From an optimization exercise on the open Yosys and OpenROAD flow, aimed at small area, a short achievable clock period and few clock cycles; shortcuts taken in it are not production practice. Function was checked by simulation only, so behaviour that the tests miss may differ from the original.

// cvu
module cvu (
    input  wire        clk,
    input  wire        rst,             
    input  wire        ctrl_bind,
    input  wire        ctrl_release,
    input  wire        ctrl_snap,
    input  wire [1:0]  cfg_mode,
    input  wire [5:0]  cfg_width_m1,
    input  wire        cfg_refin,
    input  wire        cfg_refout,
    input  wire [63:0] cfg_poly,
    input  wire [63:0] cfg_init,
    input  wire [63:0] cfg_xorout,
    input  wire        clr_res_valid,
    input  wire        clr_res_ovr,
    input  wire        in_valid,
    output wire        in_ready,
    input  wire [63:0] in_data,
    input  wire [2:0]  in_nbytes_m1,    
    input  wire        in_end,          
    input  wire        in_close,        
    input  wire        in_abort,        
    output reg         bound,
    output reg         pending,
    output reg         res_valid,
    output reg         res_ovr,
    output reg         res_invalid,
    output reg  [1:0]  status,
    output reg  [63:0] result,
    output reg  [63:0] res_bytes,
    output reg  [31:0] res_units
);
Size: roughly 8600 cells after synthesis, ~770 flip-flops, roughly 0.071 mm^2 of cells after synthesis.
Settings: LEC_CHECK=0, CAP_MARGIN=20, CORE_MARGIN=2, CORE_UTILIZATION=40, SLEW_MARGIN=20; clock period 44.0 ns.
standard.sh (not shown) runs the stock make flow with config.mk's settings and CLKGATE_MAP_FILE= SYNTH_SCRIPT=/design/flow/synth_recipe.tcl, a recipe that flattens the netlist after the stock synthesis.
==> flow/flow/run.sh <==
#!/bin/bash
# Standard ORFS layout (the standard.sh, standard synthesis), with the
# resizer's setup repair asked for extra slack so that it works on the paths
# that set the achieved period.  The SDC (clock period, I/O delays) is
# unchanged.  Each tool's output goes to a log file in this folder.
set -euo pipefail
MARGIN=$(cat flow/margin.txt)
bash standard.sh SETUP_SLACK_MARGIN=$MARGIN TNS_END_PERCENT=100 finish > flow_make.log 2>&1
==> flow/flow/margin.txt <==
33
Testbench counts at the start, summed over its fixed seeds: cycles 141,870.
Edit:
==> flow/run.sh (new file) <==
#!/bin/bash
# synth_recipe.tcl (not shown) runs the flow's synth.tcl, then flattens the netlist and writes it again
# the make line also repeats each setting of config.mk as NAME=value (left out here)
make -C /OpenROAD-flow-scripts/flow DESIGN_CONFIG=/design/flow/config.mk WORK_HOME=/design/flow/orfs CLKGATE_MAP_FILE= SYNTH_SCRIPT=/design/flow/synth_recipe.tcl finish
removed: flow/flow/run.sh
removed: flow/flow/margin.txt
removed: flow/standard.sh
Effect: Via count shrinks by 0.72%; design area shrinks by 1.5%; worst setup slack degrades by 1.7 ns.


Another version of the RTL of cvu (not shown whole).
Size: ~7700 cells after synthesis, ~710 flip-flops, roughly 450 I/O pins, ~63000 um2 of cells after synthesis.
clock: 44.0 ns
lec_check: 0
cap_margin: 20
core_margin: 2
core_utilization: 40
slew_margin: 20
synth_hierarchical: 1
==> flow/flow/run.sh <==
#!/bin/bash
# Standard ORFS layout (the standard.sh, standard synthesis), with the
# resizer's setup repair asked for extra slack (SETUP_SLACK_MARGIN) so that
# it works on the paths that set the achieved period, and plain buffers on
# the ports.  flow/knobs.txt holds these make variables, one per line.  The
# SDC (clock period, I/O delays) is unchanged.  Each tool's output goes to a
# log file in this folder (make's to flow_make.log, ORFS's own logs under
# orfs/logs).
set -euo pipefail
mapfile -t KNOBS < <(grep -v '^#' flow/knobs.txt | grep -v '^$')
bash standard.sh "${KNOBS[@]}" finish > flow_make.log 2>&1
==> flow/flow/knobs.txt <==
SETUP_SLACK_MARGIN=33.8
TNS_END_PERCENT=100
MATCH_CELL_FOOTPRINT=0
BUFFER_PORTS_ARGS=-buffer_cell sky130_fd_sc_hd__buf_1
CTS_BUF_LIST=sky130_fd_sc_hd__clkbuf_8
DONT_USE_CELLS=sky130_fd_sc_hd__probe_p_8 sky130_fd_sc_hd__probec_p_8 sky130_fd_sc_hd__lpflow_bleeder_1 sky130_fd_sc_hd__lpflow_clkbufkapwr_1 sky130_fd_sc_hd__lpflow_clkbufkapwr_16 sky130_fd_sc_hd__lpflow_clkbufkapwr_2 sky130_fd_sc_hd__lpflow_clkbufkapwr_4 sky130_fd_sc_hd__lpflow_clkbufkapwr_8 sky130_fd_sc_hd__lpflow_clkinvkapwr_1 sky130_fd_sc_hd__lpflow_clkinvkapwr_16 sky130_fd_sc_hd__lpflow_clkinvkapwr_2 sky130_fd_sc_hd__lpflow_clkinvkapwr_4 sky130_fd_sc_hd__lpflow_clkinvkapwr_8 sky130_fd_sc_hd__lpflow_decapkapwr_12 sky130_fd_sc_hd__lpflow_decapkapwr_3 sky130_fd_sc_hd__lpflow_decapkapwr_4 sky130_fd_sc_hd__lpflow_decapkapwr_6 sky130_fd_sc_hd__lpflow_decapkapwr_8 sky130_fd_sc_hd__lpflow_inputiso0n_1 sky130_fd_sc_hd__lpflow_inputiso0p_1 sky130_fd_sc_hd__lpflow_inputiso1n_1 sky130_fd_sc_hd__lpflow_inputiso1p_1 sky130_fd_sc_hd__lpflow_inputisolatch_1 sky130_fd_sc_hd__lpflow_isobufsrc_1 sky130_fd_sc_hd__lpflow_isobufsrc_16 sky130_fd_sc_hd__lpflow_isobufsrc_2 sky130_fd_sc_hd__lpflow_isobufsrc_4 sky130_fd_sc_hd__lpflow_isobufsrc_8 sky130_fd_sc_hd__lpflow_isobufsrckapwr_16 sky130_fd_sc_hd__lpflow_lsbuf_lh_hl_isowell_tap_1 sky130_fd_sc_hd__lpflow_lsbuf_lh_hl_isowell_tap_2 sky130_fd_sc_hd__lpflow_lsbuf_lh_hl_isowell_tap_4 sky130_fd_sc_hd__lpflow_lsbuf_lh_isowell_4 sky130_fd_sc_hd__lpflow_lsbuf_lh_isowell_tap_1 sky130_fd_sc_hd__lpflow_lsbuf_lh_isowell_tap_2 sky130_fd_sc_hd__lpflow_lsbuf_lh_isowell_tap_4  sky130_fd_sc_hd__xnor3_1 sky130_fd_sc_hd__xnor3_2 sky130_fd_sc_hd__xnor3_4 sky130_fd_sc_hd__xor3_1 sky130_fd_sc_hd__xor3_2 sky130_fd_sc_hd__xor3_4
The first run completed with no timing, DRC or antenna violations.
Testbench counts at the start, summed over its fixed seeds: cycles 141,870.
Rerun with:
==> flow/flow/knobs.txt (replaced) <==
SETUP_SLACK_MARGIN=33.8
TNS_END_PERCENT=100
MATCH_CELL_FOOTPRINT=0
BUFFER_PORTS_ARGS=-buffer_cell sky130_fd_sc_hd__buf_1
CTS_BUF_LIST=sky130_fd_sc_hd__clkbuf_8
Effect: Core utilization is about the same. Wire length went up by 2.2%. Via count hardly moves. Setup slack got worse by 0.050 ns. Final cell count is lower by 2.1%. Clock-buffer cell count decreases by 1. Global-route usage came out higher by 0.40 points. Die area rises by 1.8%. Cell area goes up by 1.8%. Hold slack is about the same.


Another version of the RTL of cvu (not shown whole).
For scale: about 7900 cells after synthesis, ~63000 µm² of cells after synthesis.
Settings: LEC_CHECK=0, CAP_MARGIN=20, CORE_MARGIN=2, CORE_UTILIZATION=60, SLEW_MARGIN=20, SYNTH_HIERARCHICAL=1; clock period 44.0 ns.
==> flow/flow/knobs.txt <==
SETUP_SLACK_MARGIN=33.8
TNS_END_PERCENT=100
MATCH_CELL_FOOTPRINT=0
BUFFER_PORTS_ARGS=-buffer_cell sky130_fd_sc_hd__buf_1
CTS_BUF_LIST=sky130_fd_sc_hd__clkbuf_8
CTS_CLUSTER_SIZE=24
DONT_USE_CELLS=sky130_fd_sc_hd__probe_p_8 sky130_fd_sc_hd__probec_p_8 sky130_fd_sc_hd__lpflow_bleeder_1 sky130_fd_sc_hd__lpflow_clkbufkapwr_1 sky130_fd_sc_hd__lpflow_clkbufkapwr_16 sky130_fd_sc_hd__lpflow_clkbufkapwr_2 sky130_fd_sc_hd__lpflow_clkbufkapwr_4 sky130_fd_sc_hd__lpflow_clkbufkapwr_8 sky130_fd_sc_hd__lpflow_clkinvkapwr_1 sky130_fd_sc_hd__lpflow_clkinvkapwr_16 sky130_fd_sc_hd__lpflow_clkinvkapwr_2 sky130_fd_sc_hd__lpflow_clkinvkapwr_4 sky130_fd_sc_hd__lpflow_clkinvkapwr_8 sky130_fd_sc_hd__lpflow_decapkapwr_12 sky130_fd_sc_hd__lpflow_decapkapwr_3 sky130_fd_sc_hd__lpflow_decapkapwr_4 sky130_fd_sc_hd__lpflow_decapkapwr_6 sky130_fd_sc_hd__lpflow_decapkapwr_8 sky130_fd_sc_hd__lpflow_inputiso0n_1 sky130_fd_sc_hd__lpflow_inputiso0p_1 sky130_fd_sc_hd__lpflow_inputiso1n_1 sky130_fd_sc_hd__lpflow_inputiso1p_1 sky130_fd_sc_hd__lpflow_inputisolatch_1 sky130_fd_sc_hd__lpflow_isobufsrc_1 sky130_fd_sc_hd__lpflow_isobufsrc_16 sky130_fd_sc_hd__lpflow_isobufsrc_2 sky130_fd_sc_hd__lpflow_isobufsrc_4 sky130_fd_sc_hd__lpflow_isobufsrc_8 sky130_fd_sc_hd__lpflow_isobufsrckapwr_16 sky130_fd_sc_hd__lpflow_lsbuf_lh_hl_isowell_tap_1 sky130_fd_sc_hd__lpflow_lsbuf_lh_hl_isowell_tap_2 sky130_fd_sc_hd__lpflow_lsbuf_lh_hl_isowell_tap_4 sky130_fd_sc_hd__lpflow_lsbuf_lh_isowell_4 sky130_fd_sc_hd__lpflow_lsbuf_lh_isowell_tap_1 sky130_fd_sc_hd__lpflow_lsbuf_lh_isowell_tap_2 sky130_fd_sc_hd__lpflow_lsbuf_lh_isowell_tap_4  sky130_fd_sc_hd__xnor3_1 sky130_fd_sc_hd__xnor3_2 sky130_fd_sc_hd__xnor3_4 sky130_fd_sc_hd__xor3_1 sky130_fd_sc_hd__xor3_2 sky130_fd_sc_hd__xor3_4
Scripts as last shown in full above: flow/flow/run.sh
Testbench counts at the start, summed over its fixed seeds: cycles 141,870.
Next try:
==> flow/flow/knobs.txt (replaced) <==
SETUP_SLACK_MARGIN=33.8
TNS_END_PERCENT=100
MATCH_CELL_FOOTPRINT=0
BUFFER_PORTS_ARGS=-buffer_cell sky130_fd_sc_hd__buf_2
DONT_USE_CELLS=sky130_fd_sc_hd__probe_p_8 sky130_fd_sc_hd__probec_p_8 sky130_fd_sc_hd__lpflow_bleeder_1 sky130_fd_sc_hd__lpflow_clkbufkapwr_1 sky130_fd_sc_hd__lpflow_clkbufkapwr_16 sky130_fd_sc_hd__lpflow_clkbufkapwr_2 sky130_fd_sc_hd__lpflow_clkbufkapwr_4 sky130_fd_sc_hd__lpflow_clkbufkapwr_8 sky130_fd_sc_hd__lpflow_clkinvkapwr_1 sky130_fd_sc_hd__lpflow_clkinvkapwr_16 sky130_fd_sc_hd__lpflow_clkinvkapwr_2 sky130_fd_sc_hd__lpflow_clkinvkapwr_4 sky130_fd_sc_hd__lpflow_clkinvkapwr_8 sky130_fd_sc_hd__lpflow_decapkapwr_12 sky130_fd_sc_hd__lpflow_decapkapwr_3 sky130_fd_sc_hd__lpflow_decapkapwr_4 sky130_fd_sc_hd__lpflow_decapkapwr_6 sky130_fd_sc_hd__lpflow_decapkapwr_8 sky130_fd_sc_hd__lpflow_inputiso0n_1 sky130_fd_sc_hd__lpflow_inputiso0p_1 sky130_fd_sc_hd__lpflow_inputiso1n_1 sky130_fd_sc_hd__lpflow_inputiso1p_1 sky130_fd_sc_hd__lpflow_inputisolatch_1 sky130_fd_sc_hd__lpflow_isobufsrc_1 sky130_fd_sc_hd__lpflow_isobufsrc_16 sky130_fd_sc_hd__lpflow_isobufsrc_2 sky130_fd_sc_hd__lpflow_isobufsrc_4 sky130_fd_sc_hd__lpflow_isobufsrc_8 sky130_fd_sc_hd__lpflow_isobufsrckapwr_16 sky130_fd_sc_hd__lpflow_lsbuf_lh_hl_isowell_tap_1 sky130_fd_sc_hd__lpflow_lsbuf_lh_hl_isowell_tap_2 sky130_fd_sc_hd__lpflow_lsbuf_lh_hl_isowell_tap_4 sky130_fd_sc_hd__lpflow_lsbuf_lh_isowell_4 sky130_fd_sc_hd__lpflow_lsbuf_lh_isowell_tap_1 sky130_fd_sc_hd__lpflow_lsbuf_lh_isowell_tap_2 sky130_fd_sc_hd__lpflow_lsbuf_lh_isowell_tap_4  sky130_fd_sc_hd__xnor3_1 sky130_fd_sc_hd__xnor3_2 sky130_fd_sc_hd__xnor3_4 sky130_fd_sc_hd__xor3_1 sky130_fd_sc_hd__xor3_2 sky130_fd_sc_hd__xor3_4
The changed run ran to the end with no violations.
Critical path depth rose by 4.
Setup slack loses 0.023 ns.
Final cell count shrinks by 0.59%.
Flip-flop and latch count is unchanged.
Maximum frequency barely changes.
Area after synthesis is unchanged.
Global-route usage falls by 2.0 points.
Worst hold slack is worse by 0.0043 ns.
Die area does not change.
Non-clock buffer count fell by 1.


cvu, a different RTL version from the one above (not shown whole).
Size: about 7,700 cells after synthesis, roughly 710 flip-flops, ~450 I/O pins.
==> flow/config.mk <==
export PLATFORM = sky130hd
export DESIGN_NAME = cvu
export DESIGN_NICKNAME = cvu
export VERILOG_FILES = /design/flow/design.v
export SDC_FILE = /design/flow/constraint.sdc
export NUM_CORES = 4
export LEC_CHECK = 0
export CAP_MARGIN = 20
export CORE_MARGIN = 2
export CORE_UTILIZATION = 40
export SLEW_MARGIN = 20
export SYNTH_HIERARCHICAL = 1
==> flow/constraint.sdc <==
create_clock -name core_clock -period 44.0 [get_ports {clk}]
set_input_delay 8.8000 -clock core_clock [delete_from_list [all_inputs] [get_ports {clk}]]
set_output_delay 8.8000 -clock core_clock [all_outputs]
set_load 0.01 [all_outputs]
==> flow/flow/knobs.txt <==
SETUP_SLACK_MARGIN=33.3
TNS_END_PERCENT=100
MATCH_CELL_FOOTPRINT=0
BUFFER_PORTS_ARGS=-buffer_cell sky130_fd_sc_hd__buf_1
CTS_BUF_LIST=sky130_fd_sc_hd__clkbuf_8
Scripts as last shown in full above: flow/flow/run.sh
The starting point completed with no timing, DRC or antenna violations.
Testbench counts at the start, summed over its fixed seeds: cycles 141,870.
==> next run, changes <==
==> flow/flow/knobs.txt (replaced) <==
SETUP_SLACK_MARGIN=33.3
TNS_END_PERCENT=100
MATCH_CELL_FOOTPRINT=0
BUFFER_PORTS_ARGS=-buffer_cell sky130_fd_sc_hd__buf_2
What happened: Non-clock buffer count rises by 15; register-to-register slack is worse by 0.50 ns; die area is unchanged; wire length rises by a few percent; final area rises slightly; global-route usage rises by 1.4 points; setup slack is better by 0.10 ns; via count falls slightly; final cell count falls slightly; area after synthesis does not change.

## static timing again, ports no longer ideal
Ports are ideal in the flow. The routed layouts listed here were re-timed in OpenROAD. Step 1 (the two cells are an assumption about what drives the block):
set clk [get_ports {clk}]
set_driving_cell -lib_cell sky130_fd_sc_hd__clkbuf_16 $clk
set_driving_cell -lib_cell sky130_fd_sc_hd__buf_2 [delete_from_list [all_inputs] $clk]
Step 2 times the ports against the registers' clock, not the clock port: input delays grow and output delays shrink by t, the midpoint of the rising clock arrivals with the driver on. Three values: ideal ports, drivers, drivers and shift; two values: the first two.
| run | shift t [ns] | setup slack, ns | clock arrival spread, ns | worst slew at a driven data input, ns | cell pins on the clock port's net |
|---|---|---|---|---|---|
| the first run of note 1 | 0.789 | 32.956 / 32.977 / 32.187 | 0.047 / 0.047 | 0.11 | 1 |
| the second run of note 1 | 0.782 | 31.236 / 31.292 / 30.510 | 0.047 / 0.047 | 0.12 | 1 |
| the first run of note 2 | 0.898 | 33.520 / 33.443 / 32.840 | 0.076 / 0.076 | 0.21 | 1 |
| the second run of note 2 | 0.900 | 33.470 / 33.411 / 32.632 | 0.101 / 0.102 | 0.15 | 1 |
| the first run of note 3 | 0.851 | 33.687 / 33.609 / 32.936 | 0.069 / 0.069 | 0.19 | 1 |
| the second run of note 3 | 0.730 | 33.663 / 33.686 / 32.958 | 0.054 / 0.053 | 0.12 | 1 |
| the first run of note 4 | 1.026 | 33.175 / 33.213 / 32.187 | 0.090 / 0.090 | 0.12 | 1 |
| the second run of note 4 | 0.818 | 33.277 / 33.271 / 32.530 | 0.067 / 0.068 | 0.14 | 1 |
After both steps setup and hold are still met in every run listed. The setup slack of the first run of note 4, which loses most, moves by +0.038 ns with the drivers and by -0.988 ns with both steps.
